What follows belongs to an exercise in optimizing a design on an open flow for small area; a production flow would make more cautious choices.
The RTL was checked by simulation tests, not by an equivalence proof against the original design.
No activity file was given, so power comes from the tool's default toggle rates.

**flow/config.mk**
```make
export PLATFORM = sky130hd
export DESIGN_NAME = chk_unit
export DESIGN_NICKNAME = chk_unit
export VERILOG_FILES = /design/flow/design.v
export SDC_FILE = /design/flow/constraint.sdc
export NUM_CORES = 8
export LEC_CHECK = 0
export CAP_MARGIN = 20
export CORE_MARGIN = 2
export CORE_UTILIZATION = 60
export SLEW_MARGIN = 20
```
**flow/constraint.sdc**
```tcl
create_clock -name core_clock -period 13.0 [get_ports {clk}]
set_input_delay 2.6000 -clock core_clock [delete_from_list [all_inputs] [get_ports {clk}]]
set_output_delay 2.6000 -clock core_clock [all_outputs]
set_load 0.01 [all_outputs]
```
**flow/design.v**
```verilog
module chk_channel #(
    parameter [3:0] CH = 4'd0
) (
    input  wire        clk,
    input  wire        rst,
    input  wire        sel,
    input  wire        w_cfg,
    input  wire        w_seq,
    input  wire        w_fsrc,
    input  wire        w_fcnt,
    input  wire        w_cmp,
    input  wire        w_crc,
    input  wire        w_start,      
    input  wire        w_ctl,        
    input  wire        w_res,        
    input  wire        w_cnt,        
    input  wire        w_le,         
    input  wire        w_fd,         
    input  wire        w_mmclr,      
    input  wire        mm_set,       
    input  wire        w_touch,      
    input  wire [5:0]  d_cfg,        
    input  wire [15:0] d_seq,
    input  wire [29:0] d_fsrc,
    input  wire [12:0] d_fcnt,
    input  wire [31:0] d_cmp,
    input  wire [31:0] d_crc,
    input  wire [31:0] d_res,
    input  wire [7:0]  d_alive,
    input  wire [1:0]  d_cuf,
    input  wire [1:0]  d_le,
    input  wire [3:0]  d_own,
    input  wire [6:0]  d_stamp,
    input  wire        rel_w,        
    input  wire        tick_due,     
    input  wire [6:0]  t_due,
    input  wire        jet_stop,
    input  wire [2:0]  jet_stop_id,
    input  wire        steward_stop,
    input  wire        lockout,
    output wire [5:0]  q_cfg,
    output wire [5:0]  q_act,
    output wire [15:0] q_seq,
    output wire [29:0] q_fsrc,
    output wire [12:0] q_fcnt,
    output wire [31:0] q_cmp,
    output wire [31:0] q_crc,
    output wire [31:0] q_res,
    output wire [7:0]  q_alive,
    output wire [1:0]  q_cuf,
    output wire [1:0]  q_le,
    output wire        q_fd,
    output wire        q_mm,
    output wire [3:0]  q_own
);
    localparam PRIV = (CH < 4);
    localparam [3:0] IDLE = 4'b0001;
    reg        cfg_cmp_en, cfg_swap;
    reg [1:0]  cfg_poly;
    reg        cfg_x0;
    reg        act_cmp_en, act_swap;
    reg [1:0]  act_poly;
    reg        act_x0;
    reg [15:0] seq;
    reg [29:0] fsrc;
    reg [12:0] fcnt;
    reg [31:0] cmp, crc, res;
    reg [7:0]  alive;
    reg [1:0]  cuf;
    reg [1:0]  last_end;
    reg        feed_st, mm_flag;
    reg [3:0]  own;
    reg [6:0]  stamp;
    wire [1:0] cfg_x, act_x;
    wire       rel_q  = (own != IDLE) && (lockout ||
                                  (jet_stop && own == {1'b1, jet_stop_id}) ||
                                  (steward_stop && own == 4'b0100) ||
                                  (tick_due && !(sel && w_touch) && stamp == t_due));
    wire       rel    = (sel && w_ctl) ? rel_w : rel_q;
    always @(posedge clk) begin
        if (rst || (sel && w_cfg)) begin
            cfg_cmp_en <= d_cfg[5];
            cfg_swap   <= d_cfg[4];
            cfg_poly   <= d_cfg[3:2];
            cfg_x0     <= d_cfg[0];
        end
        if (sel && w_start) begin
            act_cmp_en <= cfg_cmp_en;
            act_swap   <= cfg_swap;
            act_poly   <= cfg_poly;
            act_x0     <= cfg_x0;
        end
        if (rst || (sel && w_fsrc)) fsrc <= d_fsrc;
        if (rst || (sel && w_fcnt)) fcnt <= d_fcnt;
        if (rst || (sel && w_cmp))  cmp  <= d_cmp;
        if (sel && w_crc)           crc  <= d_crc;
        if (rst || (sel && w_res))  res  <= d_res;
        if (rst || (sel && w_mmclr) || mm_set)
            mm_flag <= !rst && !(sel && w_mmclr);
        if (rst || (sel && w_fd))   feed_st <= !rst;
        if (rst || rel || (sel && w_le))
            last_end <= rst ? 2'd0 : rel ? 2'd3 : d_le;
        if (rst || rel || (sel && w_ctl))
            own <= (rst || rel) ? IDLE : d_own;
        if (sel && w_touch) stamp <= d_stamp;
    end
    generate
        if (PRIV) begin : g_seq
            always @(posedge clk)
                if (rst || (sel && w_seq)) seq <= d_seq;
            assign cfg_x   = {1'b0, cfg_x0};
            assign act_x   = {1'b0, act_x0};
            assign q_seq   = seq;
            assign q_alive = 8'h00;
            assign q_cuf   = 2'd0;
        end else begin : g_alive
            reg cfg_x1, act_x1;
            always @(posedge clk) begin
                if (rst || (sel && w_cfg)) cfg_x1 <= d_cfg[1];
                if (sel && w_start)        act_x1 <= cfg_x1;
                if (rst || (sel && w_cnt)) begin
                    alive <= d_alive;
                    cuf   <= d_cuf;
                end
            end
            assign cfg_x   = {cfg_x1, cfg_x0};
            assign act_x   = {act_x1, act_x0};
            assign q_seq   = 16'h0000;
            assign q_alive = alive;
            assign q_cuf   = cuf;
        end
    endgenerate
    assign q_cfg  = {cfg_cmp_en, cfg_swap, cfg_poly, cfg_x};
    assign q_act  = {act_cmp_en, act_swap, act_poly, act_x};
    assign q_fsrc = fsrc;
    assign q_fcnt = fcnt;
    assign q_cmp  = cmp;
    assign q_crc  = crc;
    assign q_res  = res;
    assign q_le   = last_end;
    assign q_fd   = feed_st;
    assign q_mm   = mm_flag;
    assign q_own  = own;
endmodule
module chk_crc (
    input  wire [1:0]  poly,
    input  wire [31:0] x,
    input  wire [31:0] d,
    input  wire        one,
    input  wire        none,
    output wire [31:0] y
);
    wire [15:0] t0, m0, s0;
    wire [31:0] t1, m1, s1;
    wire [31:0] t2, m2, s2;
    wire [7:0]  t3, m3, s3;
    wire a0 = x[15] ^ d[23];
    wire a1 = x[14] ^ d[22];
    wire a2 = x[0] ^ d[24];
    wire a3 = x[7] ^ d[31];
    wire a4 = x[1] ^ d[25];
    wire a5 = x[2] ^ d[26];
    wire a6 = x[3] ^ d[27];
    wire a7 = x[5] ^ d[29];
    wire a8 = x[6] ^ d[30];
    wire a9 = x[4] ^ d[28];
    wire a10 = x[12] ^ d[20];
    wire a11 = x[13] ^ d[21];
    wire a12 = x[17] ^ d[9];
    wire a13 = x[9] ^ d[17];
    wire a14 = x[18] ^ d[10];
    wire a15 = x[11] ^ d[19];
    wire a16 = x[8] ^ d[16];
    wire a17 = x[10] ^ d[18];
    wire a18 = x[22] ^ d[14];
    wire a19 = x[20] ^ d[12];
    wire a20 = x[21] ^ d[13];
    wire a21 = x[23] ^ d[15];
    wire a22 = x[19] ^ d[11];
    wire a23 = x[16] ^ d[8];
    wire a24 = a0 ^ a16;
    wire a25 = a1 ^ a8;
    wire a26 = a12 ^ a18;
    wire a27 = a5 ^ a14;
    wire a28 = a2 ^ a4;
    wire a29 = a9 ^ a10;
    wire a30 = a7 ^ a11;
    wire a31 = a3 ^ a21;
    wire a32 = a6 ^ a22;
    wire a33 = a19 ^ a20;
    wire a34 = a15 ^ a17;
    wire a35 = a13 ^ a23;
    wire a36 = a13 ^ a28;
    wire a37 = a17 ^ a26;
    wire a38 = a2 ^ a24;
    wire a39 = a19 ^ a23;
    wire a40 = a25 ^ a30;
    wire a41 = a11 ^ a27;
    wire a42 = a5 ^ a6;
    wire a43 = a29 ^ a30;
    wire a44 = a25 ^ a31;
    wire a45 = a0 ^ a22;
    wire a46 = a4 ^ a10;
    wire a47 = a0 ^ a20;
    wire a48 = d[8] ^ d[12];
    wire a49 = a13 ^ a17;
    wire a50 = a9 ^ a33;
    wire a51 = a21 ^ a32;
    wire a52 = a1 ^ a15;
    wire a53 = a1 ^ a14;
    wire a54 = a24 ^ a29;
    wire a55 = a3 ^ a24;
    wire a56 = a3 ^ a25;
    wire a57 = a7 ^ a27;
    wire a58 = a2 ^ a12;
    wire a59 = a4 ^ a9;
    wire a60 = a8 ^ a21;
    wire a61 = a7 ^ a33;
    wire a62 = d[22] ^ d[9];
    wire a63 = a26 ^ a32;
    wire a64 = d[10] ^ d[14];
    wire a65 = a6 ^ a15;
    wire a66 = a23 ^ a33;
    wire a67 = a35 ^ a47;
    wire a68 = d[11] ^ d[15];
    wire a69 = a22 ^ a41;
    wire a70 = a4 ^ a5;
    wire a71 = a45 ^ a60;
    wire a72 = d[30] ^ a48;
    wire a73 = d[13] ^ d[14];
    wire a74 = a39 ^ a55;
    wire a75 = a18 ^ a20;
    wire a76 = a14 ^ a31;
    wire a77 = d[20] ^ d[21];
    wire a78 = a29 ^ a65;
    wire a79 = a35 ^ a50;
    wire a80 = d[18] ^ a48;
    wire a81 = a26 ^ a34;
    wire a82 = a14 ^ a40;
    wire a83 = a12 ^ a31;
    wire a84 = a5 ^ a28;
    wire a85 = a8 ^ a35;
    wire a86 = d[23] ^ d[11];
    wire a87 = a15 ^ a19;
    wire a88 = a18 ^ a27;
    wire a89 = a16 ^ a20;
    wire a90 = a11 ^ a28;
    wire a91 = x[14] ^ a72;
    wire a92 = x[15] ^ d[31];
    wire a93 = a16 ^ a36;
    wire a94 = d[12] ^ a3;
    wire a95 = a34 ^ a42;
    wire a96 = a1 ^ a3;
    wire a97 = a9 ^ a51;
    wire a98 = a49 ^ a70;
    wire a99 = x[30] ^ a8;
    wire a100 = d[16] ^ d[10];
    wire a101 = a50 ^ a88;
    wire a102 = a15 ^ a61;
    wire a103 = a78 ^ a91;
    wire a104 = a39 ^ a41;
    wire a105 = a34 ^ a71;
    wire a106 = a2 ^ a7;
    wire a107 = a4 ^ a37;
    wire a108 = a33 ^ a38;
    wire a109 = a37 ^ a53;
    wire a110 = a4 ^ a12;
    wire a111 = a32 ^ a108;
    wire a112 = a7 ^ a77;
    wire a113 = a10 ^ a18;
    wire a114 = a10 ^ a34;
    wire a115 = d[13] ^ a93;
    wire a116 = a63 ^ a67;
    wire a117 = a34 ^ a96;
    wire a118 = a23 ^ a44;
    wire a119 = a32 ^ a74;
    wire a120 = d[17] ^ a86;
    wire a121 = a57 ^ a81;
    wire a122 = a6 ^ a9;
    wire a123 = a10 ^ a15;
    wire a124 = a56 ^ a68;
    wire a125 = d[13] ^ a2;
    wire a126 = a62 ^ a73;
    wire a127 = a37 ^ a44;
    wire a128 = a24 ^ a31;
    wire a129 = a43 ^ a92;
    wire a130 = a17 ^ a69;
    wire a131 = a49 ^ a83;
    wire a132 = a40 ^ a64;
    wire a133 = a28 ^ a30;
    wire a134 = a36 ^ a55;
    wire a135 = a11 ^ a52;
    wire a136 = a37 ^ a104;
    wire a137 = a13 ^ a29;
    wire a138 = d[22] ^ a94;
    wire a139 = a13 ^ a87;
    wire a140 = a23 ^ a59;
    wire a141 = a5 ^ a11;
    wire a142 = a3 ^ a79;
    wire a143 = a44 ^ a46;
    wire a144 = a7 ^ a36;
    wire a145 = a15 ^ a45;
    wire a146 = d[17] ^ d[9];
    assign t0[0] = ((d[16] ^ x[0]) ^ a103);
    assign t0[1] = (((d[13] ^ a146) ^ x[1]) ^ a129);
    assign t0[2] = ((d[18] ^ x[2]) ^ a132);
    assign t0[3] = ((a0 ^ (d[19] ^ x[3])) ^ a124);
    assign t0[4] = (a38 ^ ((d[20] ^ x[4]) ^ a94));
    assign t0[5] = (a115 ^ ((d[21] ^ x[5]) ^ a103));
    assign t0[6] = (a129 ^ ((a126 ^ x[6]) ^ a98));
    assign t0[7] = (a132 ^ (((d[23] ^ d[15]) ^ x[7]) ^ a95));
    assign t0[8] = (a124 ^ (a38 ^ a78));
    assign t0[9] = (a134 ^ (d[12] ^ a43));
    assign t0[10] = (a98 ^ (((d[24] ^ d[13]) ^ x[8]) ^ a40));
    assign t0[11] = (a95 ^ ((a0 ^ ((d[25] ^ d[14]) ^ x[9])) ^ a56));
    assign t0[12] = (a38 ^ (((d[26] ^ d[15]) ^ x[10]) ^ (a3 ^ a91)));
    assign t0[13] = ((a92 ^ ((d[27] ^ d[9]) ^ x[11])) ^ a115);
    assign t0[14] = (((d[28] ^ a64) ^ x[12]) ^ a98);
    assign t0[15] = (((d[29] ^ a68) ^ x[13]) ^ a95);
    assign t1[0] = (((a12 ^ a14) ^ (a46 ^ (x[24] ^ a8))) ^ a119);
    assign t1[1] = (a142 ^ ((a58 ^ (x[25] ^ a16)) ^ a69));
    assign t1[2] = ((a61 ^ (x[26] ^ a32)) ^ (a93 ^ a109));
    assign t1[3] = ((x[27] ^ a36) ^ (a101 ^ a105));
    assign t1[4] = (a121 ^ (a38 ^ (a60 ^ (x[28] ^ a20))));
    assign t1[5] = ((a26 ^ (x[29] ^ a21)) ^ (a38 ^ a139));
    assign t1[6] = (a111 ^ (a99 ^ a131));
    assign t1[7] = (((x[31] ^ a8) ^ a63) ^ (a137 ^ (a34 ^ a47)));
    assign t1[8] = ((a39 ^ a43) ^ (a76 ^ (a18 ^ a34)));
    assign t1[9] = ((a66 ^ a76) ^ (a133 ^ (a52 ^ (a0 ^ a6))));
    assign t1[10] = ((a6 ^ a96) ^ a101);
    assign t1[11] = (a97 ^ (a75 ^ (a7 ^ a24)));
    assign t1[12] = ((a54 ^ a63) ^ (a76 ^ a144));
    assign t1[13] = (a131 ^ (a43 ^ (a0 ^ a42)));
    assign t1[14] = ((a110 ^ a43) ^ (a117 ^ (a19 ^ a45)));
    assign t1[15] = ((a38 ^ a40) ^ (a66 ^ (a27 ^ a123)));
    assign t1[16] = ((a10 ^ a56) ^ (a90 ^ a116));
    assign t1[17] = ((a128 ^ (a1 ^ a59)) ^ a136);
    assign t1[18] = (a143 ^ ((a5 ^ a13) ^ a102));
    assign t1[19] = (a107 ^ (a66 ^ a69));
    assign t1[20] = ((a33 ^ a52) ^ (a51 ^ (a26 ^ a27)));
    assign t1[21] = ((a31 ^ a89) ^ (a140 ^ (a8 ^ a26)));
    assign t1[22] = ((a84 ^ a85) ^ ((a19 ^ a113) ^ ((a0 ^ a7) ^ a51)));
    assign t1[23] = (((a20 ^ a21) ^ a54) ^ a130);
    assign t1[24] = (a134 ^ ((a26 ^ a123) ^ a82));
    assign t1[25] = (a130 ^ ((a24 ^ a35) ^ a143));
    assign t1[26] = ((a25 ^ a36) ^ (a41 ^ a114));
    assign t1[27] = ((a46 ^ a141) ^ (a117 ^ (a0 ^ a32)));
    assign t1[28] = ((a39 ^ a42) ^ (a54 ^ a135));
    assign t1[29] = ((a58 ^ (a1 ^ a6)) ^ (a43 ^ a67));
    assign t1[30] = ((a0 ^ a37) ^ (a140 ^ a82));
    assign t1[31] = ((a58 ^ a57) ^ (a145 ^ a118));
    assign t2[0] = (a38 ^ (a53 ^ (x[24] ^ a10)));
    assign t2[1] = ((x[25] ^ a35) ^ (a45 ^ a90));
    assign t2[2] = ((a39 ^ (x[26] ^ a1)) ^ ((a12 ^ a17) ^ a84));
    assign t2[3] = ((a47 ^ a65) ^ (a110 ^ (x[27] ^ a27)));
    assign t2[4] = ((a32 ^ (x[28] ^ a2)) ^ (a88 ^ (a23 ^ a29)));
    assign t2[5] = (a97 ^ (a133 ^ (a19 ^ (x[29] ^ a12))));
    assign t2[6] = ((a70 ^ a99) ^ (a54 ^ a61));
    assign t2[7] = ((a75 ^ (x[31] ^ a3)) ^ (a85 ^ (a30 ^ a42)));
    assign t2[8] = ((a16 ^ a122) ^ a127);
    assign t2[9] = ((a31 ^ a52) ^ (a106 ^ a137));
    assign t2[10] = ((a4 ^ a17) ^ a82);
    assign t2[11] = (a145 ^ ((a2 ^ a5) ^ a56));
    assign t2[12] = ((a6 ^ a46) ^ a74);
    assign t2[13] = ((a58 ^ a89) ^ (a141 ^ (a9 ^ a35)));
    assign t2[14] = (a144 ^ (a6 ^ a109));
    assign t2[15] = ((a27 ^ a59) ^ a105);
    assign t2[16] = ((a52 ^ a57) ^ a119);
    assign t2[17] = ((a85 ^ (a12 ^ a29)) ^ a111);
    assign t2[18] = (a142 ^ ((a14 ^ a30) ^ a107));
    assign t2[19] = (a121 ^ ((a21 ^ a22) ^ (a25 ^ a89)));
    assign t2[20] = ((a32 ^ (a16 ^ a18)) ^ (a44 ^ a139));
    assign t2[21] = ((a31 ^ a49) ^ (a53 ^ a50));
    assign t2[22] = ((a75 ^ a106) ^ (a114 ^ (a22 ^ a53)));
    assign t2[23] = ((a87 ^ a113) ^ (a71 ^ a90));
    assign t2[24] = ((a28 ^ a41) ^ (a66 ^ a128));
    assign t2[25] = ((a27 ^ a46) ^ a116);
    assign t2[26] = (a97 ^ a136);
    assign t2[27] = ((a12 ^ a51) ^ (a54 ^ a102));
    assign t2[28] = (a79 ^ (a40 ^ (a18 ^ a24)));
    assign t2[29] = (a127 ^ (a7 ^ a67));
    assign t2[30] = (a118 ^ (a10 ^ a81));
    assign t2[31] = (a83 ^ a135);
    assign t3[0] = ((a80 ^ (a73 ^ (d[21] ^ d[23]))) ^ a28);
    assign t3[1] = (((d[19] ^ d[15]) ^ a126) ^ a84);
    assign t3[2] = (a125 ^ (((d[15] ^ a77) ^ (a100 ^ a80)) ^ a42));
    assign t3[3] = (a122 ^ (((a62 ^ (d[16] ^ d[19])) ^ (a80 ^ a120)) ^ a2));
    assign t3[4] = (a112 ^ (((d[19] ^ d[8]) ^ (a64 ^ a146)) ^ a9));
    assign t3[5] = (a112 ^ (((d[18] ^ d[10]) ^ (a62 ^ a68)) ^ a8));
    assign t3[6] = ((((d[19] ^ d[21]) ^ (a86 ^ a100)) ^ a8) ^ a138);
    assign t3[7] = (a138 ^ ((d[20] ^ a120) ^ a125));
    wire b0_0 = m0[13] ^ d[5];
    wire b0_1 = m0[15] ^ d[7];
    wire b0_2 = m0[12] ^ d[4];
    wire b0_3 = m0[14] ^ d[6];
    wire b0_4 = d[2] ^ b0_3;
    wire b0_5 = d[1] ^ b0_0;
    wire b0_6 = m0[9] ^ b0_5;
    wire b0_7 = m0[11] ^ d[3];
    wire b0_8 = m0[8] ^ d[0];
    wire b0_9 = b0_2 ^ b0_8;
    wire b0_10 = m0[10] ^ b0_4;
    wire b0_11 = b0_1 ^ b0_7;
    assign s0[0] = b0_9;
    assign s0[1] = b0_6;
    assign s0[2] = b0_10;
    assign s0[3] = b0_11;
    assign s0[4] = b0_2;
    assign s0[5] = (b0_0 ^ b0_9);
    assign s0[6] = (b0_3 ^ b0_6);
    assign s0[7] = (b0_1 ^ b0_10);
    assign s0[8] = (m0[0] ^ b0_11);
    assign s0[9] = (m0[1] ^ b0_2);
    assign s0[10] = (m0[2] ^ b0_0);
    assign s0[11] = (m0[3] ^ b0_3);
    assign s0[12] = (b0_9 ^ (m0[4] ^ b0_1));
    assign s0[13] = (m0[5] ^ b0_6);
    assign s0[14] = (m0[6] ^ b0_10);
    assign s0[15] = (m0[7] ^ b0_11);
    wire b1_0 = m1[2] ^ d[2];
    wire b1_1 = m1[1] ^ d[1];
    wire b1_2 = m1[6] ^ d[6];
    wire b1_3 = m1[7] ^ d[7];
    wire b1_4 = m1[5] ^ d[5];
    wire b1_5 = m1[4] ^ d[4];
    wire b1_6 = m1[3] ^ d[3];
    wire b1_7 = m1[0] ^ d[0];
    wire b1_8 = b1_1 ^ b1_2;
    wire b1_9 = b1_0 ^ b1_5;
    wire b1_10 = b1_4 ^ b1_6;
    wire b1_11 = b1_3 ^ b1_7;
    wire b1_12 = b1_8 ^ b1_10;
    wire b1_13 = b1_0 ^ b1_8;
    wire b1_14 = b1_3 ^ b1_10;
    wire b1_15 = b1_1 ^ b1_7;
    wire b1_16 = b1_4 ^ b1_9;
    wire b1_17 = b1_6 ^ b1_11;
    wire b1_18 = b1_3 ^ b1_5;
    wire b1_19 = b1_8 ^ b1_11;
    wire b1_20 = b1_9 ^ b1_15;
    wire b1_21 = b1_1 ^ b1_5;
    assign s1[0] = ((m1[8] ^ b1_6) ^ b1_20);
    assign s1[1] = (b1_20 ^ (m1[9] ^ b1_10));
    assign s1[2] = (b1_12 ^ (m1[10] ^ b1_9));
    assign s1[3] = (b1_14 ^ (b1_9 ^ (m1[11] ^ b1_2)));
    assign s1[4] = (b1_13 ^ (b1_4 ^ (m1[12] ^ b1_3)));
    assign s1[5] = (b1_18 ^ (m1[13] ^ b1_8));
    assign s1[6] = (b1_14 ^ (m1[14] ^ b1_21));
    assign s1[7] = (m1[15] ^ b1_12);
    assign s1[8] = ((m1[16] ^ b1_2) ^ (b1_9 ^ b1_11));
    assign s1[9] = (b1_16 ^ (m1[17] ^ b1_11));
    assign s1[10] = ((m1[18] ^ b1_2) ^ b1_16);
    assign s1[11] = ((m1[19] ^ b1_2) ^ b1_14);
    assign s1[12] = (b1_13 ^ (b1_6 ^ (m1[20] ^ b1_3)));
    assign s1[13] = (b1_3 ^ (m1[21] ^ b1_1));
    assign s1[14] = (b1_21 ^ (m1[22] ^ b1_6));
    assign s1[15] = ((m1[23] ^ b1_7) ^ b1_16);
    assign s1[16] = ((m1[24] ^ b1_7) ^ b1_12);
    assign s1[17] = (b1_19 ^ (m1[25] ^ b1_9));
    assign s1[18] = (b1_18 ^ (m1[26] ^ b1_4));
    assign s1[19] = (b1_12 ^ (b1_9 ^ (m1[27] ^ b1_7)));
    assign s1[20] = (b1_12 ^ (b1_9 ^ (m1[28] ^ b1_3)));
    assign s1[21] = ((m1[29] ^ b1_4) ^ b1_19);
    assign s1[22] = (b1_17 ^ (b1_5 ^ (m1[30] ^ b1_2)));
    assign s1[23] = ((m1[31] ^ b1_0) ^ b1_14);
    assign s1[24] = b1_13;
    assign s1[25] = (b1_0 ^ b1_17);
    assign s1[26] = b1_0;
    assign s1[27] = b1_6;
    assign s1[28] = (b1_5 ^ b1_7);
    assign s1[29] = (b1_4 ^ b1_15);
    assign s1[30] = (b1_7 ^ b1_13);
    assign s1[31] = ((b1_0 ^ b1_1) ^ b1_17);
    wire b2_0 = m2[0] ^ d[0];
    wire b2_1 = m2[1] ^ d[1];
    wire b2_2 = m2[4] ^ d[4];
    wire b2_3 = m2[7] ^ d[7];
    wire b2_4 = m2[2] ^ d[2];
    wire b2_5 = m2[5] ^ d[5];
    wire b2_6 = m2[3] ^ d[3];
    wire b2_7 = m2[6] ^ d[6];
    wire b2_8 = b2_1 ^ b2_3;
    wire b2_9 = b2_0 ^ b2_5;
    wire b2_10 = b2_4 ^ b2_6;
    wire b2_11 = b2_7 ^ b2_9;
    wire b2_12 = b2_2 ^ b2_6;
    wire b2_13 = b2_0 ^ b2_2;
    wire b2_14 = b2_7 ^ b2_8;
    wire b2_15 = b2_1 ^ b2_4;
    wire b2_16 = b2_3 ^ b2_12;
    wire b2_17 = b2_3 ^ b2_4;
    wire b2_18 = b2_2 ^ b2_17;
    wire b2_19 = b2_10 ^ b2_13;
    wire b2_20 = b2_1 ^ b2_9;
    wire b2_21 = b2_8 ^ b2_12;
    wire b2_22 = b2_7 ^ b2_10;
    assign s2[0] = (m2[8] ^ b2_4);
    assign s2[1] = (b2_6 ^ (m2[9] ^ b2_0));
    assign s2[2] = (b2_13 ^ (m2[10] ^ b2_1));
    assign s2[3] = (b2_15 ^ (m2[11] ^ b2_5));
    assign s2[4] = ((m2[12] ^ b2_0) ^ b2_22);
    assign s2[5] = (m2[13] ^ b2_21);
    assign s2[6] = (b2_5 ^ (m2[14] ^ b2_2));
    assign s2[7] = (m2[15] ^ b2_11);
    assign s2[8] = (m2[16] ^ b2_14);
    assign s2[9] = (m2[17] ^ b2_3);
    assign s2[10] = (m2[18] ^ b2_4);
    assign s2[11] = (m2[19] ^ b2_6);
    assign s2[12] = (m2[20] ^ b2_13);
    assign s2[13] = (m2[21] ^ b2_20);
    assign s2[14] = (b2_15 ^ (m2[22] ^ b2_7));
    assign s2[15] = (b2_10 ^ (m2[23] ^ b2_3));
    assign s2[16] = (m2[24] ^ b2_19);
    assign s2[17] = (b2_20 ^ (m2[25] ^ b2_12));
    assign s2[18] = (b2_11 ^ (b2_15 ^ (m2[26] ^ b2_2)));
    assign s2[19] = (b2_14 ^ (b2_10 ^ (m2[27] ^ b2_5)));
    assign s2[20] = ((m2[28] ^ b2_7) ^ b2_16);
    assign s2[21] = ((m2[29] ^ b2_5) ^ b2_18);
    assign s2[22] = ((m2[30] ^ b2_5) ^ b2_22);
    assign s2[23] = ((m2[31] ^ b2_7) ^ b2_16);
    assign s2[24] = (b2_9 ^ b2_18);
    assign s2[25] = (b2_11 ^ (b2_1 ^ b2_10));
    assign s2[26] = (b2_14 ^ b2_19);
    assign s2[27] = (b2_5 ^ b2_21);
    assign s2[28] = (b2_2 ^ b2_11);
    assign s2[29] = (b2_8 ^ b2_11);
    assign s2[30] = (b2_0 ^ b2_14);
    assign s2[31] = b2_8;
    wire b3_0 = m3[4] ^ d[4];
    wire b3_1 = m3[2] ^ d[2];
    wire b3_2 = m3[5] ^ d[5];
    wire b3_3 = m3[3] ^ d[3];
    wire b3_4 = m3[0] ^ d[0];
    wire b3_5 = m3[1] ^ d[1];
    wire b3_6 = m3[6] ^ d[6];
    wire b3_7 = b3_0 ^ b3_4;
    wire b3_8 = m3[7] ^ d[7];
    wire b3_9 = b3_1 ^ b3_8;
    wire b3_10 = b3_0 ^ b3_3;
    wire b3_11 = b3_5 ^ b3_6;
    wire b3_12 = b3_2 ^ b3_7;
    wire b3_13 = b3_3 ^ b3_5;
    assign s3[0] = (b3_6 ^ b3_12);
    assign s3[1] = (b3_11 ^ (b3_2 ^ b3_8));
    assign s3[2] = (b3_9 ^ b3_12);
    assign s3[3] = (b3_7 ^ b3_13);
    assign s3[4] = (b3_11 ^ (b3_1 ^ b3_4));
    assign s3[5] = (b3_9 ^ b3_13);
    assign s3[6] = (b3_1 ^ b3_10);
    assign s3[7] = (b3_2 ^ b3_10);
    assign m0 = one ? x[15:0] : t0;
    assign m1 = one ? x : t1;
    assign m2 = one ? x : t2;
    assign m3 = one ? x[7:0] : t3;
    reg [31:0] ys;
    always @(*) begin
        case (poly)
            2'd0:    ys = {16'h0000, s0};
            2'd1:    ys = s1;
            2'd2:    ys = s2;
            default: ys = {24'h000000, s3};
        endcase
    end
    assign y = none ? x : ys;
endmodule
module chk_unit (
    input  wire        clk,
    input  wire        rst,
    input  wire        req_valid,
    input  wire        req_write,
    input  wire [6:0]  req_addr,
    input  wire [31:0] req_wdata,
    input  wire [2:0]  req_src,
    input  wire [2:0]  req_jet,
    output reg         rsp_valid,
    output reg         rsp_denied,
    output reg  [31:0] rsp_rdata,
    input  wire [7:0]  fold_addr,
    input  wire        tick_ms,
    input  wire        jet_stop,
    input  wire [2:0]  jet_stop_id,
    input  wire        steward_stop,
    input  wire        lockout,
    output wire        mismatch_evt,
    output reg  [2:0]  mismatch_ch
);
    localparam [3:0] R_CFG  = 4'd0, R_SEQ  = 4'd1, R_FSRC = 4'd2, R_FCNT = 4'd3,
                     R_CTL  = 4'd4, R_DATA = 4'd5, R_BYTE = 4'd6, R_RES  = 4'd7,
                     R_CMP  = 4'd8, R_STAT = 4'd9;
    localparam [3:0] IDLE = 4'b0001;
    wire [2:0]  c  = req_addr[6:4];
    wire [3:0]  r  = req_addr[3:0];
    wire [31:0] wd = req_wdata;
    wire        priv = !c[2];
    wire [3:0]  id = (req_src == 3'd1) ? {1'b1, req_jet} : {1'b0, req_src};
    localparam NB = 32 + 32 + 32 + 30 + 13 + 16 + 6 + 6 + 8 + 2 + 4 + 2 + 1 + 1;
    wire [NB-1:0] q_all [0:7];
    wire [7:0]    oh_c = 8'd1 << c;
    reg [NB-1:0] s_all;
    integer n;
    always @(*) begin
        s_all = {NB{1'b0}};
        for (n = 0; n < 8; n = n + 1)
            s_all = s_all | (q_all[n] & {NB{oh_c[n]}});
    end
    wire [31:0] crc_c, res_c, cmp_c;
    wire [29:0] fsrc_c;
    wire [12:0] fcnt_c;
    wire [15:0] seq_c;
    wire [5:0]  cfg_c, act_c;
    wire [7:0]  alive_c;
    wire [1:0]  cuf_c, le_c;
    wire [3:0]  own_c;
    wire        mm_c, fd_c;
    assign {crc_c, res_c, cmp_c, fsrc_c, fcnt_c, seq_c, cfg_c, act_c,
            alive_c, cuf_c, own_c, le_c, mm_c, fd_c} = s_all;
    wire active_c = (own_c != IDLE);
    wire owner_c  = (own_c == id);
    wire prot     = (r <= R_BYTE) || (r == R_CMP);
    wire denied   = (priv && req_src == 3'd1) || (active_c && !owner_c && prot);
    wire ok       = req_valid && req_write && !denied;
    wire is_ctl = (r == R_CTL);
    wire b_start  = wd[31], b_feed = wd[30], b_finish = wd[29], b_abort = wd[28];
    wire start    = is_ctl && b_start;
    wire act1     = b_start || active_c;
    wire fin      = is_ctl && act1 && !b_abort && !b_feed && b_finish;
    wire feed     = is_ctl && act1 && !b_abort && b_feed;
    wire ends     = is_ctl && act1 && (b_abort || (!b_feed && b_finish));
    wire [5:0] cf      = start ? cfg_c : act_c;
    wire       cmp_en  = cf[5];
    wire [1:0] poly    = cf[3:2];
    wire [1:0] cnt_w   = cf[1:0];
    wire       seq_inc = fin && priv && cf[0];
    wire       cnt     = fin && !priv && (cnt_w != 2'd0);
    wire       cnt4    = (cnt_w == 2'd1);
    reg [31:0] x0;
    always @(*) begin
        if (start) begin
            case ({priv, poly})
                3'b000: x0 = 32'h0000_FFFF;
                3'b011: x0 = 32'h0000_00FF;
                3'b100: x0 = 32'h0000_1E0C;
                3'b101: x0 = 32'hA942_E6BC;
                3'b110: x0 = 32'hF095_8FD9;
                3'b111: x0 = 32'h0000_007E;
                default: x0 = 32'hFFFF_FFFF;
            endcase
        end else begin
            x0 = crc_c;
        end
    end
    wire [7:0]  cbyte = cnt4 ? {4'h0, alive_c[3:0]} : alive_c;
    wire [31:0] dsw   = {wd[7:0], wd[15:8], wd[23:16], wd[31:24]};
    wire        swap  = act_c[4];
    wire [31:0] edata = is_ctl ? (priv ? {8'h00, fold_addr, seq_c} : {24'h0, cbyte})
                               : ((r == R_DATA && swap) ? dsw : wd);
    wire        one   = (r == R_BYTE) || (is_ctl && !priv);
    wire        none  = is_ctl && !(priv && start) && !cnt;
    wire [31:0] y;
    chk_crc u_crc (.poly(poly), .x(x0), .d(edata), .one(one), .none(none), .y(y));
    reg [31:0] fin_v, mask;
    always @(*) begin
        case (poly)
            2'd0:    begin fin_v = {16'h0000, y[15:0]};       mask = 32'h0000_FFFF; end
            2'd3:    begin fin_v = {24'h000000, ~y[7:0]};      mask = 32'h0000_00FF; end
            default: begin fin_v = ~y;                         mask = 32'hFFFF_FFFF; end
        endcase
    end
    wire [31:0] diff = fin_v ^ cmp_c;
    reg  [7:0]  mm_part;
    reg         mm_pend;
    integer k;
    always @(posedge clk) begin
        for (k = 0; k < 8; k = k + 1)
            mm_part[k] <= mask[4*k] && (|diff[4*k +: 4]);
        mm_pend <= !rst && ok && fin && cmp_en;
    end
    assign mismatch_evt = mm_pend && (mm_part != 8'h00);
    wire [7:0] mm_set = {8{mismatch_evt}} & (8'd1 << mismatch_ch);
    wire [3:0] own_s = start ? id : own_c;
    wire [3:0] d_own = (b_abort || (!b_feed && b_finish)) ? IDLE : own_s;
    wire       rel_w = (d_own != IDLE) && (lockout ||
                                           (jet_stop && d_own == {1'b1, jet_stop_id}) ||
                                           (steward_stop && d_own == 4'b0100));
    reg  [6:0] tcnt;
    wire [6:0] tnext = tcnt + {6'd0, tick_ms};
    wire [6:0] t_due = tcnt - 7'd99;
    wire [5:0]  d_cfg   = rst ? 6'b000100
                              : {wd[16], wd[4], wd[1:0], priv ? {1'b0, wd[12]} : wd[9:8]};
    wire [15:0] d_seq   = rst ? 16'h0 : (r == R_SEQ) ? wd[15:0] : seq_c + 16'd1;
    wire [29:0] d_fsrc  = rst ? 30'h0 : {wd[31:30], wd[27:0]};
    wire [12:0] d_fcnt  = rst ? 13'h0 : wd[12:0];
    wire [31:0] d_cmp   = rst ? 32'h0 : wd;
    wire [31:0] d_res   = rst ? 32'h0 : fin_v;
    wire [7:0]  d_alive = rst ? 8'h0 : cnt4 ? {4'h0, alive_c[3:0] + 4'd1} : alive_c + 8'd1;
    wire [1:0]  d_cuf   = rst ? 2'd0 : {1'b1, cnt4};
    wire [1:0]  d_le    = b_abort ? 2'd2 : 2'd1;
    wire w_cfg   = (r == R_CFG);
    wire w_seq   = (r == R_SEQ) || seq_inc;
    wire w_fsrc  = (r == R_FSRC);
    wire w_fcnt  = (r == R_FCNT);
    wire w_cmp   = (r == R_CMP);
    wire w_crc   = (r == R_CTL) || (r == R_DATA) || (r == R_BYTE);
    wire w_mmclr = (r == R_STAT) && wd[23];
    wire w_touch = owner_c || start;
    genvar g;
    generate
        for (g = 0; g < 8; g = g + 1) begin : chan
            wire [5:0]  q_cfg, q_act;
            wire [15:0] q_seq;
            wire [29:0] q_fsrc;
            wire [12:0] q_fcnt;
            wire [31:0] q_cmp, q_crc, q_res;
            wire [7:0]  q_alive;
            wire [1:0]  q_cuf, q_le;
            wire        q_fd, q_mm;
            wire [3:0]  q_own;
            chk_channel #(.CH(g)) u_ch (
                .clk(clk), .rst(rst),
                .sel(ok && oh_c[g]),
                .w_cfg(w_cfg), .w_seq(w_seq), .w_fsrc(w_fsrc), .w_fcnt(w_fcnt),
                .w_cmp(w_cmp), .w_crc(w_crc), .w_start(start), .w_ctl(is_ctl),
                .w_res(fin), .w_cnt(cnt), .w_le(ends), .w_fd(feed), .w_mmclr(w_mmclr), .mm_set(mm_set[g]),
                .w_touch(w_touch),
                .d_cfg(d_cfg), .d_seq(d_seq), .d_fsrc(d_fsrc), .d_fcnt(d_fcnt),
                .d_cmp(d_cmp), .d_crc(y), .d_res(d_res), .d_alive(d_alive),
                .d_cuf(d_cuf), .d_le(d_le), .d_own(d_own),
                .d_stamp(tnext),
                .rel_w(rel_w), .tick_due(tick_ms), .t_due(t_due),
                .jet_stop(jet_stop), .jet_stop_id(jet_stop_id),
                .steward_stop(steward_stop), .lockout(lockout),
                .q_cfg(q_cfg), .q_act(q_act), .q_seq(q_seq),
                .q_fsrc(q_fsrc), .q_fcnt(q_fcnt), .q_cmp(q_cmp),
                .q_crc(q_crc), .q_res(q_res), .q_alive(q_alive),
                .q_cuf(q_cuf), .q_le(q_le), .q_fd(q_fd), .q_mm(q_mm),
                .q_own(q_own)
            );
            assign q_all[g] = {q_crc, q_res, q_cmp, q_fsrc, q_fcnt, q_seq, q_cfg, q_act,
                               q_alive, q_cuf, q_own, q_le, q_mm, q_fd};
        end
    endgenerate
    wire [7:0] cnt_used = !cuf_c[1] ? 8'h00
                        : cuf_c[0] ? {4'h0, alive_c[3:0] - 4'd1} : alive_c - 8'd1;
    wire [2:0] owner    = !active_c ? 3'd0 : own_c[3] ? 3'd1 : own_c[2:0];
    wire [2:0] ojet     = own_c[3] ? own_c[2:0] : 3'd0;
    reg [31:0] rdata;
    always @(*) begin
        case (r)
            R_CFG:  rdata = {15'h0, cfg_c[5], 3'h0, priv & cfg_c[0], 2'h0,
                             priv ? 2'b00 : cfg_c[1:0], 3'h0, cfg_c[4], 2'h0, cfg_c[3:2]};
            R_SEQ:  rdata = {16'h0000, seq_c};
            R_FSRC: rdata = {fsrc_c[29:28], 2'b00, fsrc_c[27:0]};
            R_FCNT: rdata = {19'h0, fcnt_c};
            R_RES:  rdata = res_c;
            R_CMP:  rdata = cmp_c;
            R_STAT: rdata = {active_c ? 2'd1 : 2'd0, owner, ojet, mm_c | mm_set[c],
                             1'b0, le_c, 1'b0, 1'b0, fd_c, 1'b0, cnt_used, 8'h00};
            default: rdata = 32'h0;
        endcase
    end
    always @(posedge clk) begin
        if (rst) begin
            rsp_valid    <= 1'b0;
            tcnt         <= 7'd0;
        end else begin
            rsp_valid    <= req_valid;
            tcnt         <= tnext;
        end
        rsp_denied  <= req_write && denied;
        rsp_rdata   <= rdata;
        mismatch_ch <= c;
    end
endmodule
```
**flow/flow/run.sh**
```bash
#!/bin/bash
# Own layout flow.
# 1. The standard synthesis (standard.sh synth).
# 2. The same synthesis again with an area-oriented ABC mapping script
#    (area_synth.tcl, abc_area_map.script, bias_lib.py); its netlist replaces
#    the standard one only if it holds exactly the same registers (names and
#    cell types).
# 3. The standard ORFS layout steps, with clock tree and port buffer
#    settings of our own.
# Each tool's output goes to a log of its own in this folder.
set -euo pipefail
W=$(pwd)
R=$W/orfs/results/$FLOW_PLATFORM/chk_unit/base
A=$W/orfs_area/results/$FLOW_PLATFORM/chk_unit/base

bash standard.sh synth > 1_standard_synth.log 2>&1
cp $R/1_2_yosys.v $W/standard_synth.v

python3 flow/bias_lib.py $FLOW_HOME/platforms/$FLOW_PLATFORM/lib/sky130_fd_sc_hd__tt_025C_1v80.lib \
  $W/abc_bias.lib 5.0 > 2_bias_lib.log 2>&1
if bash standard.sh WORK_HOME=$W/orfs_area SYNTH_SCRIPT=$W/flow/area_synth.tcl synth \
     > 2_area_synth.log 2>&1 \
   && python3 flow/regs_match.py $W/standard_synth.v $A/1_2_yosys.v > 2_regs_match.log 2>&1; then
  cp $A/1_2_yosys.v $R/1_2_yosys.v
  touch $R/1_2_yosys.v
fi

bash standard.sh \
  "CTS_ARGS=-sink_clustering_enable -repair_clock_nets -sink_clustering_size 16 -sink_clustering_max_diameter 60 -buf_list sky130_fd_sc_hd__clkbuf_8 -dont_use_dummy_load" \
  "BUFFER_PORTS_ARGS=-buffer_cell sky130_fd_sc_hd__buf_1" \
  finish > 3_layout.log 2>&1
```
**flow/flow/abc_area_map.script**
```
strash
dc2
dch -f
amap
```
**flow/flow/area_synth.tcl**
```tcl
set ::area_dir [file dirname [file normalize [info script]]]
set ::area_abc_script [file join $::area_dir abc_area_map.script]
# the library ABC maps with (written by run.sh with bias_lib.py)
set ::area_abc_lib [file join [file dirname $::area_dir] abc_bias.lib]
proc synth {args} { yosys synth -nofsm -noshare {*}$args }
proc abc {args} {
  set i [lsearch -exact $args -script]
  if {$i >= 0} {
    set args [lreplace $args [expr {$i + 1}] [expr {$i + 1}] $::area_abc_script]
  }
  set l [lsearch -exact $args -liberty]
  if {$l >= 0 && [file exists $::area_abc_lib]} {
    set args [lreplace $args [expr {$l + 1}] [expr {$l + 1}] $::area_abc_lib]
  }
  set j [lsearch -exact $args -D]
  if {$j >= 0} {
    set args [lreplace $args $j [expr {$j + 1}]]
  }
  yosys abc {*}$args
}
# no half or full adder cells: ABC maps that logic together with the rest
proc extract_fa {args} {}
source $::env(SCRIPTS_DIR)/synth.tcl
# left out here: clear keep_hierarchy, flatten, clean up, hide names made inside functions, write 1_2_yosys.v
```
**flow/flow/bias_lib.py**
```python
#!/usr/bin/env python3
"""Writes a copy of a liberty file in which the two-input XOR and XNOR cells
are given a smaller area. Used only to steer ABC's area mapping towards
those cells (which are faster than the NAND/OAI structures it would
otherwise build an XOR from); every later step reads the real library.
Usage: bias_lib.py IN.lib OUT.lib AREA"""
import re, sys

src, dst, area = sys.argv[1], sys.argv[2], sys.argv[3]
text = open(src).read()
for cell in ("sky130_fd_sc_hd__xor2_1", "sky130_fd_sc_hd__xnor2_1"):
    start = text.index('cell ("%s")' % cell)
    at = text.index("area", start)
    end = text.index(";", at)
    text = text[:at] + "area : " + area + text[end:]
open(dst, "w").write(text)
```
**flow/flow/regs_match.py**
```python
#!/usr/bin/env python3
"""Checks that two netlists hold the same registers: the same instance names,
each of the same cell type. Usage: regs_match.py STANDARD.v OTHER.v"""
import re, sys

def regs(path):
    text = open(path).read()
    out = {}
    for m in re.finditer(r'^\s*(sky130_fd_sc_hd__\w+)\s+(\\\S+|\w+)\s*\(', text, re.M):
        cell, name = m.group(1), m.group(2)
        if re.search(r'__(e|s|se)?df|__dl', cell):
            out[name] = cell
    return out

a, b = regs(sys.argv[1]), regs(sys.argv[2])
if a != b:
    print("registers differ: %d vs %d, %d names only in the first, %d only in the second, %d of another type"
          % (len(a), len(b), len(set(a) - set(b)), len(set(b) - set(a)),
             sum(1 for k in set(a) & set(b) if a[k] != b[k])))
    sys.exit(1)
print("registers match: %d" % len(a))
```
**flow/standard.sh**
```bash
#!/bin/bash
# synth_recipe.tcl (not shown) runs the flow's synth.tcl, then flattens the netlist and writes it again
# the make line also repeats each setting of config.mk as NAME=value (left out here)
make -C /OpenROAD-flow-scripts/flow DESIGN_CONFIG=/design/flow/config.mk WORK_HOME=/design/flow/orfs CLKGATE_MAP_FILE= SYNTH_SCRIPT=/design/flow/synth_recipe.tcl "${@:-finish}"
```
==> impl_metrics.py, run 1 <==
metrics = {
    "run_status": {
        "status": "complete, no violations",
    },
    "yosys": {
        "synthCells": 4284,
        "ys_warn_count": 10,
        "syn_nets": 4348,
        "netlist_area_sq_mm": 0.06312,
        "syn_avg_cell_area_sq_um": 14.73,
    },
    "floorplanning": {
        "pin_count": 102,
        "die-height_microns": 328.3,
        "start_util_pct": 60.72,
        "die-area_sq_mm": 0.1078,
        "std_cell_rows": 118,
        "die_w_microns": 328.3,
        "core_sq_mm": 0.1039,
    },
    "worst_setup_path": {
        "rr_endpoint": "chan[4].u_ch.res[6]$_DFFE_PP_",
        "cp_top_family": "XOR/XNOR gates",
        "slowest_delay_ns": 0.82,
        "critPathKind": "in2reg",
        "cpMaxStageDelayCell": "a32oi_1",
        "rrSetupSlack_ns": 3.18,
        "crit_buf_inv": 11,
        "path_max_fanout": 10,
        "r2r_cells": 25,
        "cp.arrival_ns": 12.56,
        "critPathRequiredTime_ns": 13.46,
        "worst_path_most_repeated_cell": "clkinv_1",
        "r2r_start": "chan[6].u_ch.act_swap$_DFFE_PP_",
        "start_kind": "input port",
        "worstSetupEndpointType": "flip-flop",
    },
    "placed_design": {
        "numPortBuffers": 101,
        "gp_congestion": 1.019,
        "hpwl_microns": 145000,
    },
    "layout": {
        "nets": 4786,
        "final_core_util_pct": 66.46,
        "drive_gt1_share_pct": 8.581,
        "n_fill_cell": 7621,
        "synthToLayoutAreaGrowth_pct": 9.450,
    },
    "sta": {
        "slew_violations": 0,
        "max-slew-margin-rel_pct": 16.45,
        "final_hold_viol_count": 0,
        "fin_crit_sh_pct": 93.12,
        "layout_min_cycle_time_ns": 12.11,
        "rsz0062_at_grt": "no",
        "tightest_slew_ns": 1.253,
        "fin_skew_ns": 0.1940,
        "fmax_mhz": 82.60,
        "finalSetupViolCount": 0,
        "setup-tns-final_ns": 0,
    },
    "power_and_ir_drop": {
        "power_leakage_nw": 22.36,
        "peakVddDrop_mv": 0.3109,
        "total_power_mw": 19.11,
        "p_per_area_mw_per_mm2": 276.6,
    },
    "grt": {
        "overflow": 0,
        "grt_pass1_wl_microns": 302600,
        "grt_max_degree": 91,
        "grt_antenna_before_repair": 13,
        "grt_usage_pct": 39.90,
        "grt_pass1_vias": 40330,
    },
    "detailed_routing": {
        "drc": 0,
        "drt_iter0_drc": 8022,
        "dr.pass1.iters": 10,
        "ant_nets": 0,
        "vias": 43300,
        "avgRoutedWirePerCell_microns": 35.48,
        "via_per_inst": 7.090,
        "routed_wl_microns": 216700,
    },
    "clock_network": {
        "clk_pin_slew_worst_paths_ns": 0.09,
        "cts_tree": "done",
        "clock_latency_ns": 0.86,
        "cts_root_buf": "clkbuf_8",
        "clock-sinks": 1477,
        "cts_hold_buf": 0,
        "htreeDepth": 3,
        "cts_resized": 0,
        "clock_path_buffers": 3,
        "cts_inserted_buffers": 113,
        "post_cts_buffers": 0,
    },
    "hold_path": {
        "hp-start": "chan[7].u_ch.cfg_poly[0]$_DFFE_PP_",
        "hold_path_class": "reg2reg",
        "hold-path-endpoint": "chan[7].u_ch.act_poly[0]$_DFFE_PP_",
        "min_path_cells": 0,
    },
    "job": {
        "timing.max_cap.violations": 0,
    },
}
-- metrics by stage --
stage	area, sq um	hold WS [ns]	setup WS [ns]	cells
global placement	67460	0.4218	0.4183	5986
detailed placement	67490	0.4318	0.4602	5987
CTS	69040	0.3678	1.238	6100
finish	69080	0.3829	0.8938	6107
global route	69070	0.3919	0.1395	6103
floorplan	63210	0.4180	0.04531	4284
-- where the power goes --
part / total [mW] / leakage (nW) / internal (mW) / switching, mW
clock: 2.17 / 0.812 / 0.771 / 1.40
combinational: 9.93 / 7.35 / 3.00 / 6.93
sequential: 7.01 / 14.2 / 6.84 / 0.171
total: 19.1 / 22.4 / 10.6 / 8.49
-- how the worst max path moves through the flow --
stage	endpoint	from	cells after the start
3_3_place_gp	chan[4].u_ch.res[6]$_DFFE_PP_	req_addr[4]	29
6_report	chan[4].u_ch.res[6]$_DFFE_PP_	req_addr[2]	35
4_1_cts	chan[4].u_ch.res[6]$_DFFE_PP_	req_addr[2]	35
5_1_grt	chan[0].u_ch.res[6]$_DFFE_PP_	req_addr[2]	35
3_5_place_dp	chan[4].u_ch.res[6]$_DFFE_PP_	req_addr[2]	35
2_1_floorplan	mm_part[0]$_DFF_P_	req_addr[6]	33
-- placed cells by master, fill, tap and decap left out, drive strengths merged, types with 12 or more instances in the layout --
master      n
o22ai      67
a22o       43
o31ai      14
dfxtp      53
a221oi     78
and3       22
nor2b      70
and4       12
nand3      41
or4        14
a211oi     14
xnor2     252
nand2     231
a21oi      54
a41oi      27
or2        42
a22oi     127
nor2      231
o221ai     22
or3        23
a222oi    256
o21ai     195
a31oi      50
o22a       19
edfxtp   1424
a2111oi    15
clkbuf    115
xor2      494
nor4       36
buf       321
o21a       14
clkinv    217
o32ai      14
nor3       25
-- metal layers --
layer / global-route usage, % / wire, microns / share of wire, % / up-vias
met5: 0 / 51 / 0.024 / -
met4: 16.53 / 10880 / 5.0 / 8
met3: 9.896 / 30300 / 14 / 483
met2: 58.14 / 93630 / 43 / 3328
met1: 57.85 / 81810 / 38 / 21560
li1: - / - / - / 17920
-- layout make-up --
cell class	instances	area, sq um	area share [%]
multi-input combinational	2586	18990	27.49
sequential	1477	43820	63.44
inverter	221	833.3	1.206
tap	1380	1727	2.500
clock buffer	113	1555	2.251
timing repair buffer	323	2138	3.095
antenna	7	17.52	0.02536
-- sequential cells by signal, indices dropped and copies added, names as in the netlist, 16 cells and up --
signal,cells
chan.u_ch.act_poly,16
chan.u_ch.alive,32
chan.u_ch.cfg_poly,16
chan.u_ch.cmp,256
chan.u_ch.crc,256
chan.u_ch.fcnt,104
chan.u_ch.fsrc,240
chan.u_ch.last_end,16
chan.u_ch.own,32
chan.u_ch.res,256
chan.u_ch.seq,64
chan.u_ch.stamp,56
rsp_rdata,32
==> run 2, diff against run 1 <==
--- a/flow/flow/run.sh
+++ b/flow/flow/run.sh
@@ -29,3 +29,4 @@
   "CTS_ARGS=-sink_clustering_enable -repair_clock_nets -sink_clustering_size 16 -sink_clustering_max_diameter 60 -buf_list sky130_fd_sc_hd__clkbuf_8 -dont_use_dummy_load" \
   "BUFFER_PORTS_ARGS=-buffer_cell sky130_fd_sc_hd__buf_1" \
+  "RECOVER_POWER=100" \
   finish > 3_layout.log 2>&1
==> impl_metrics.py, run 2 <==
metrics = {
    "detailed_routing": {
        "ant_nets": 0,
        "drt_iter0_drc": 8153,
        "dr.pass1.iters": 12,
        "routed_wl_microns": 216700,
        "drc": 0,
        "vias": 43230,
        "avgRoutedWirePerCell_microns": 35.49,
        "via_per_inst": 7.080,
    },
    "worst_setup_path": {
        "cp.arrival_ns": 12.88,
        "cpMaxStageDelayCell": "clkbuf_1",
        "worstSetupEndpointType": "flip-flop",
        "path_max_fanout": 39,
        "slowest_delay_ns": 1.86,
        "start_kind": "input port",
        "worst_path_most_repeated_cell": "xor2_1",
        "critPathRequiredTime_ns": 13.31,
        "critPathKind": "in2reg",
    },
    "grt": {
        "grt_pass1_vias": 40330,
        "overflow": 0,
        "grt_pass1_wl_microns": 302600,
        "grt_antenna_before_repair": 14,
        "grt_usage_pct": 39.90,
        "grt_max_degree": 91,
    },
    "sta": {
        "layout_min_cycle_time_ns": 12.57,
        "slew_violations": 1474,
        "fmax_mhz": 79.56,
        "finalSetupViolCount": 0,
        "worst_slack_ns": 0.4310,
        "fin_skew_ns": 0.1916,
        "hold_slack_ns": 0.3842,
        "setup-tns-final_ns": 0,
        "final_hold_viol_count": 0,
        "rsz0062_at_grt": "no",
        "max-slew-margin-rel_pct": -144.5,
        "tightest_slew_ns": 3.668,
        "fin_crit_sh_pct": 96.68,
    },
    "clock_network": {
        "clk_pin_slew_worst_paths_ns": 0.09,
        "cts_inserted_buffers": 113,
        "cts_root_buf": "clkbuf_8",
        "clock_latency_ns": 0.86,
        "post_cts_buffers": 0,
        "cts_tree": "done",
        "htreeDepth": 3,
        "clock_path_buffers": 3,
        "clock-sinks": 1477,
        "cts_resized": 0,
        "cts_hold_buf": 0,
    },
    "hold_path": {
        "hold_path_class": "reg2reg",
    },
    "layout": {
        "layout_commonest_cell": "edfxtp_1",
        "synthToLayoutAreaGrowth_pct": 8.738,
        "final_core_util_pct": 66.03,
        "drive_gt1_share_pct": 6.229,
        "top_regs": "chan.u_ch.cmp x256, chan.u_ch.crc x256, chan.u_ch.res x256",
        "mostFrequentLayoutCells": "edfxtp_1 (1424), xor2_1 (492), a222oi_1 (256)",
        "nets": 4786,
    },
    "floorplanning": {
        "die-area_sq_mm": 0.1078,
        "core_sq_mm": 0.1039,
        "pin_count": 102,
        "start_util_pct": 60.72,
        "die-height_microns": 328.3,
        "die_w_microns": 328.3,
        "std_cell_rows": 118,
    },
    "power_and_ir_drop": {
        "power_leakage_nw": 21.97,
        "peakVddDrop_mv": 0.3032,
        "p_per_area_mw_per_mm2": 276.8,
    },
    "run_status": {
        "status": "failed layout checks",
        "violations": "capacitance limit, slew limit",
    },
    "placed_design": {
        "numPortBuffers": 101,
        "gp_congestion": 1.019,
        "hpwl_microns": 145000,
        "place_ws_ns": 0.4602,
    },
    "yosys": {
        "synthCells": 4284,
        "syn_avg_cell_area_sq_um": 14.73,
        "ys_warn_count": 10,
        "netlist_area_sq_mm": 0.06312,
        "syn_nets": 4348,
    },
    "job": {
        "timing.max_cap.violations": 52,
    },
}
## run 2: worst max-delay path: cells and delay by family
family                    cells  cell delay (ns)
AOI/OAI and AO/OA             7             3.06
buffers and inverters         6             3.66
xor gates and xnor gates      8             2.40
and+or+nand+nor               4             1.12
## run 2: per-layer routing
layer  track usage, %  vias up  part of all wire (%)
met5                0        -                 0.032
met4            16.53       10                   4.9
met3            9.896      467                    14
met2            58.14     3290                    43
met1            57.85    21560                    38
li1                 -    17910                     -
## run 2: layout make-up
type / count / area [sq um]
diodes: 6 / 15.01
clock buffers: 113 / 1555
fillers: 7716 / 35310
inverters: 221 / 832.0
multi-input cells: 2586 / 18920
flip-flops and latches: 1477 / 43820
well taps: 1380 / 1727
repair buffers: 323 / 1759
## run 2: per-stage QoR
step	cell area, sq um	std cells	total power, mW
global route	68620	6103	19.59
CTS	69040	6100	18.74
detailed placement	67490	5987	16.66
floorplan	63210	4284	12.97
finish	68630	6106	19.00
global placement	67460	5986	16.68
## run 2: path summary, 6_finish.rpt
path	start	slack (ns)	end	cells after the start
worst max-delay path	req_addr[5]	0.43	chan[1].u_ch.res[15]$_DFFE_PP_	25
worst min-delay path	chan[7].u_ch.cfg_poly[0]$_DFFE_PP_	0.38	chan[7].u_ch.act_poly[0]$_DFFE_PP_	0
worst max register to register	chan[6].u_ch.act_swap$_DFFE_PP_	3.11	chan[4].u_ch.res[6]$_DFFE_PP_	25
worst min register to register	chan[7].u_ch.cfg_poly[0]$_DFFE_PP_	0.38	chan[7].u_ch.act_poly[0]$_DFFE_PP_	0
## run 2: where the power goes
group	leakage (nW)	switching [mW]	internal, mW
Clock	0.812	1.40	0.771
Sequential	14.2	0.171	6.87
Combinational	6.96	6.92	2.87
Total	22.0	8.49	10.5
==> run 3, diff against run 2 <==
--- a/flow/flow/run.sh
+++ b/flow/flow/run.sh
@@ -29,4 +29,4 @@
   "CTS_ARGS=-sink_clustering_enable -repair_clock_nets -sink_clustering_size 16 -sink_clustering_max_diameter 60 -buf_list sky130_fd_sc_hd__clkbuf_8 -dont_use_dummy_load" \
   "BUFFER_PORTS_ARGS=-buffer_cell sky130_fd_sc_hd__buf_1" \
-  "RECOVER_POWER=100" \
+  "GLOBAL_PLACEMENT_ARGS=-timing_driven_repair_tns_end_percent 0" \
   finish > 3_layout.log 2>&1
==> impl_metrics.py, run 3 <==
metrics = {
    "run_status": {
        "status": "complete, no violations",
    },
    "power_and_ir_drop": {
        "p_per_area_mw_per_mm2": 276.6,
        "peakVddDrop_mv": 0.3109,
        "power_leakage_nw": 22.36,
        "total_power_mw": 19.11,
    },
    "detailed_routing": {
        "drc": 0,
        "ant_nets": 0,
        "avgRoutedWirePerCell_microns": 35.48,
        "dr.pass1.iters": 10,
        "vias": 43300,
        "drt_iter0_drc": 8022,
        "via_per_inst": 7.090,
        "routed_wl_microns": 216700,
    },
    "sta": {
        "max-slew-margin-rel_pct": 16.45,
        "finalSetupViolCount": 0,
        "fin_crit_sh_pct": 93.12,
        "layout_min_cycle_time_ns": 12.11,
        "fin_skew_ns": 0.1940,
        "final_hold_viol_count": 0,
        "tightest_slew_ns": 1.253,
        "setup-tns-final_ns": 0,
        "fmax_mhz": 82.60,
        "slew_violations": 0,
        "rsz0062_at_grt": "no",
    },
    "worst_setup_path": {
        "start_kind": "input port",
        "r2r_cells": 25,
        "path_max_fanout": 10,
        "crit_buf_inv": 11,
        "cpMaxStageDelayCell": "a32oi_1",
        "rrSetupSlack_ns": 3.18,
        "cp_top_family": "XOR/XNOR gates",
        "r2r_start": "chan[6].u_ch.act_swap$_DFFE_PP_",
        "worstSetupEndpointType": "flip-flop",
        "cp-startpoint": "req_addr[2]",
        "path_depth": 35,
        "critPathRequiredTime_ns": 13.46,
        "cp.arrival_ns": 12.56,
        "worst_path_most_repeated_cell": "clkinv_1",
        "rr_endpoint": "chan[4].u_ch.res[6]$_DFFE_PP_",
        "critPathKind": "in2reg",
        "slowest_delay_ns": 0.82,
        "crit_end": "chan[4].u_ch.res[6]$_DFFE_PP_",
    },
    "grt": {
        "overflow": 0,
        "grt_pass1_vias": 40330,
        "grt_usage_pct": 39.90,
        "grt_antenna_before_repair": 13,
        "grt_pass1_wl_microns": 302600,
        "grt_max_degree": 91,
    },
    "clock_network": {
        "clk_pin_slew_worst_paths_ns": 0.09,
        "cts_hold_buf": 0,
        "htreeDepth": 3,
        "cts_root_buf": "clkbuf_8",
        "post_cts_buffers": 0,
        "cts_resized": 0,
        "clock_path_buffers": 3,
        "cts_tree": "done",
        "clock-sinks": 1477,
        "cts_inserted_buffers": 113,
        "clock_latency_ns": 0.86,
    },
    "floorplanning": {
        "pin_count": 102,
        "die-area_sq_mm": 0.1078,
        "start_util_pct": 60.72,
        "die_w_microns": 328.3,
        "core_sq_mm": 0.1039,
        "std_cell_rows": 118,
        "die-height_microns": 328.3,
    },
    "layout": {
        "mostFrequentLayoutCells": "edfxtp_1 (1424), xor2_1 (492), a222oi_1 (256)",
        "layout_commonest_cell": "edfxtp_1",
        "nets": 4786,
        "drive_gt1_share_pct": 8.581,
        "top_regs": "chan.u_ch.cmp x256, chan.u_ch.crc x256, chan.u_ch.res x256",
        "synthToLayoutAreaGrowth_pct": 9.450,
    },
    "yosys": {
        "synthCells": 4284,
        "syn_avg_cell_area_sq_um": 14.73,
        "syn_nets": 4348,
        "netlist_area_sq_mm": 0.06312,
        "ys_warn_count": 10,
    },
    "hold_path": {
        "hold_path_class": "reg2reg",
    },
    "placed_design": {
        "gp_congestion": 1.019,
        "hpwl_microns": 145000,
        "numPortBuffers": 101,
    },
    "job": {
        "timing.max_cap.violations": 0,
    },
}
## run 3: where the power goes
part	internal [mW]	switching, mW
Clock	0.771	1.40
Sequential	6.84	0.171
Combinational	3.00	6.93
Total	10.6	8.49
## run 3: area by class of cell
class,count,area (sq um)
diodes,7,17.52
flip-flops and latches,1477,43820
multi-input cells,2586,18990
repair buffers,323,2138
clock buffers,113,1555
inverters,221,833.3
fillers,7621,34860
well taps,1380,1727
## run 3: layer usage
| layer | up-vias | GRT usage, % | share of wire, % |
|---|---|---|---|
| met3 | 483 | 9.896 | 14 |
| li1 | 17920 | - | - |
| met2 | 3328 | 58.14 | 43 |
| met4 | 8 | 16.53 | 5.0 |
| met5 | - | 0 | 0.024 |
| met1 | 21560 | 57.85 | 38 |
## run 3: worst min-delay path by stage
| stage | depth (start not counted) | startpoint | slack [ns] | end |
|---|---|---|---|---|
| after detailed placement | 0 | chan[6].u_ch.cfg_swap$_DFFE_PP_ | 0.43 | chan[6].u_ch.act_swap$_DFFE_PP_ |
| after global placement | 0 | chan[6].u_ch.cfg_swap$_DFFE_PP_ | 0.42 | chan[6].u_ch.act_swap$_DFFE_PP_ |
| final | 0 | chan[7].u_ch.cfg_poly[0]$_DFFE_PP_ | 0.38 | chan[7].u_ch.act_poly[0]$_DFFE_PP_ |
| after global routing | 0 | chan[2].u_ch.cfg_x0$_DFFE_PP_ | 0.39 | chan[2].u_ch.act_x0$_DFFE_PP_ |
| after CTS | 0 | chan[6].u_ch.cfg_x0$_DFFE_PP_ | 0.37 | chan[6].u_ch.act_x0$_DFFE_PP_ |
| after floorplan | 0 | chan[6].u_ch.cfg_swap$_DFFE_PP_ | 0.42 | chan[6].u_ch.act_swap$_DFFE_PP_ |
## run 3: through the flow
step                cell area (sq um)  utilization, %  setup slack [ns]  cells  hold slack [ns]
floorplan                       63210               -           0.04531   4284           0.4180
global placement                67460           64.91            0.4183   5986           0.4218
detailed placement              67490           64.93            0.4602   5987           0.4318
CTS                             69040           66.43             1.238   6100           0.3678
global route                    69070           66.45            0.1395   6103           0.3919
finish                          69080           66.46            0.8938   6107           0.3829
==> run 4, diff against run 3 <==
--- a/flow/flow/run.sh
+++ b/flow/flow/run.sh
@@ -29,4 +29,3 @@
   "CTS_ARGS=-sink_clustering_enable -repair_clock_nets -sink_clustering_size 16 -sink_clustering_max_diameter 60 -buf_list sky130_fd_sc_hd__clkbuf_8 -dont_use_dummy_load" \
   "BUFFER_PORTS_ARGS=-buffer_cell sky130_fd_sc_hd__buf_1" \
-  "GLOBAL_PLACEMENT_ARGS=-timing_driven_repair_tns_end_percent 0" \
   finish > 3_layout.log 2>&1
--- a/flow/config.mk
+++ b/flow/config.mk
@@ -6,6 +6,6 @@
 export NUM_CORES = 8
 export LEC_CHECK = 0
-export CAP_MARGIN = 20
+export CAP_MARGIN = 10
 export CORE_MARGIN = 2
-export CORE_UTILIZATION = 60
-export SLEW_MARGIN = 20
+export CORE_UTILIZATION = 50
+export SLEW_MARGIN = 10
==> impl_metrics.py, run 4 <==
metrics = {
    "grt": {
        "grt_antenna_before_repair": 13,
        "grt_pass1_vias": 40250,
        "overflow": 0,
        "grt_usage_pct": 34.45,
        "grt_max_degree": 118,
        "grt_pass1_wl_microns": 315100,
    },
    "placed_design": {
        "hpwl_microns": 154000,
        "placedInstanceArea_sq_mm": 0.06808,
        "placed_cells": 6293,
        "place_ws_ns": 0.5027,
    },
    "worst_setup_path": {
        "start_kind": "input port",
        "critPathRequiredTime_ns": 13.70,
        "slowest_delay_ns": 0.58,
        "rr_endpoint": "mm_part[1]$_DFF_P_",
        "cpMaxStageDelayCell": "a41oi_1",
        "path_max_fanout": 13,
        "worstSetupEndpointType": "flip-flop",
        "r2r_cells": 36,
        "critPathKind": "in2reg",
        "r2r_start": "chan[4].u_ch.cfg_poly[1]$_DFFE_PP_",
    },
    "sta": {
        "fin_skew_ns": 0.1311,
        "rsz0062_at_grt": "no",
        "final_hold_viol_count": 0,
        "tightest_slew_ns": 1.261,
        "fin_crit_sh_pct": 90.53,
        "layout_min_cycle_time_ns": 11.77,
        "finalSetupViolCount": 0,
        "worst_slack_ns": 1.231,
        "fmax_mhz": 84.97,
        "max-slew-margin-rel_pct": 15.64,
    },
    "floorplanning": {
        "pin_count": 102,
        "core_sq_mm": 0.1254,
        "die-area_sq_mm": 0.1291,
        "start_util_pct": 50.33,
        "die_w_microns": 359.3,
        "std_cell_rows": 130,
        "die-height_microns": 359.3,
    },
    "yosys": {
        "syn_nets": 4348,
        "syn_avg_cell_area_sq_um": 14.73,
        "ys_warn_count": 10,
    },
    "hold_path": {
        "min_path_cells": 0,
        "hold-path-endpoint": "chan[5].u_ch.act_poly[1]$_DFFE_PP_",
        "hold_path_class": "reg2reg",
        "hp-start": "chan[5].u_ch.cfg_poly[1]$_DFFE_PP_",
    },
    "clock_network": {
        "htreeDepth": 3,
        "post_cts_buffers": 0,
        "cts_inserted_buffers": 115,
        "clock_path_buffers": 3,
        "clock_latency_ns": 0.90,
        "cts_root_buf": "clkbuf_8",
        "cts_hold_buf": 0,
        "clk_pin_slew_worst_paths_ns": 0.09,
        "cts_resized": 0,
        "clock-sinks": 1477,
    },
    "layout": {
        "mostFrequentLayoutCells": "edfxtp_1 (1424), xor2_1 (493), a222oi_1 (256)",
        "nets": 4824,
        "finalInstanceArea_sq_mm": 0.06968,
        "n_fill_cell": 10290,
        "regArea_sq_mm": 0.04382,
        "multiInputGateArea_sq_mm": 0.01898,
        "layout_commonest_cell": "edfxtp_1",
        "top_regs": "chan.u_ch.cmp x256, chan.u_ch.crc x256, chan.u_ch.res x256",
        "synthToLayoutAreaGrowth_pct": 10.41,
    },
    "detailed_routing": {
        "dr.pass1.iters": 9,
        "drc": 0,
        "vias": 43000,
        "ant_nets": 0,
    },
    "power_and_ir_drop": {
        "power_leakage_nw": 22.53,
        "peakVddDrop_mv": 0.3051,
        "p_per_area_mw_per_mm2": 272.0,
    },
    "run_status": {
        "status": "complete, no violations",
    },
}
run 4: critical path: cells and delay by family:
kind / cells / cell delay, ns
xor gates and xnor gates: 12 / 3.19
and+or+nand+nor: 8 / 1.72
AOI/OAI and AO/OA: 6 / 2.24
buffers and inverters: 15 / 2.68
run 4: worst max-delay path by stage:
| stage | startpoint | endpoint | slack, ns | depth (start not counted) |
|---|---|---|---|---|
| floorplan | req_addr[6] | mm_part[0]$_DFF_P_ | 0.05 | 33 |
| global placement | req_addr[2] | mm_part[1]$_DFF_P_ | 0.64 | 41 |
| detailed placement | req_addr[2] | mm_part[1]$_DFF_P_ | 0.50 | 41 |
| CTS | req_addr[2] | mm_part[1]$_DFF_P_ | 1.34 | 41 |
| global route | req_addr[2] | mm_part[1]$_DFF_P_ | 0.76 | 41 |
| finish | req_addr[2] | mm_part[1]$_DFF_P_ | 1.23 | 41 |
run 4: per-stage QoR:
stage          power [mW]  utilization [%]
6_report            18.96            55.57
3_3_place_gp        16.65            54.26
4_1_cts             18.75            55.55
2_1_floorplan       12.97                -
3_5_place_dp        16.56            54.29
5_1_grt             19.66            55.56
run 4: cell type report:
type,count,share of cell area (%)
flip-flops and latches,1477,62.89
multi-input cells,2586,27.23
repair buffers,359,3.431
well taps,1650,2.963
clock buffers,115,2.271
inverters,221,1.196
diodes,6,0.02155
run 4: routing by layer:
layer  GRT usage, %  wire length [microns]  up-vias
li1               -                      -    18010
met4          14.91                  11110        6
met5              0                     45        -
met2          52.52                 102300     2763
met1          48.75                  88740    21770
met3          6.204                  24110      454
run 4: power by group:
part | switching (mW) | internal, mW | total, mW
registers | 0.168 | 6.84 | 7.01
logic | 6.74 | 3.00 | 9.74
clock network | 1.42 | 0.784 | 2.21
total | 8.33 | 10.6 | 19.0

Re-timed with assumed drivers on the ports (clkbuf_16 on the clock, buf_2 on other inputs), run 4 has 1.281 ns of setup slack against 1.231 ns with ideal ports, and 0.385 ns once port delays also move by the mid clock arrival of 0.896 ns.
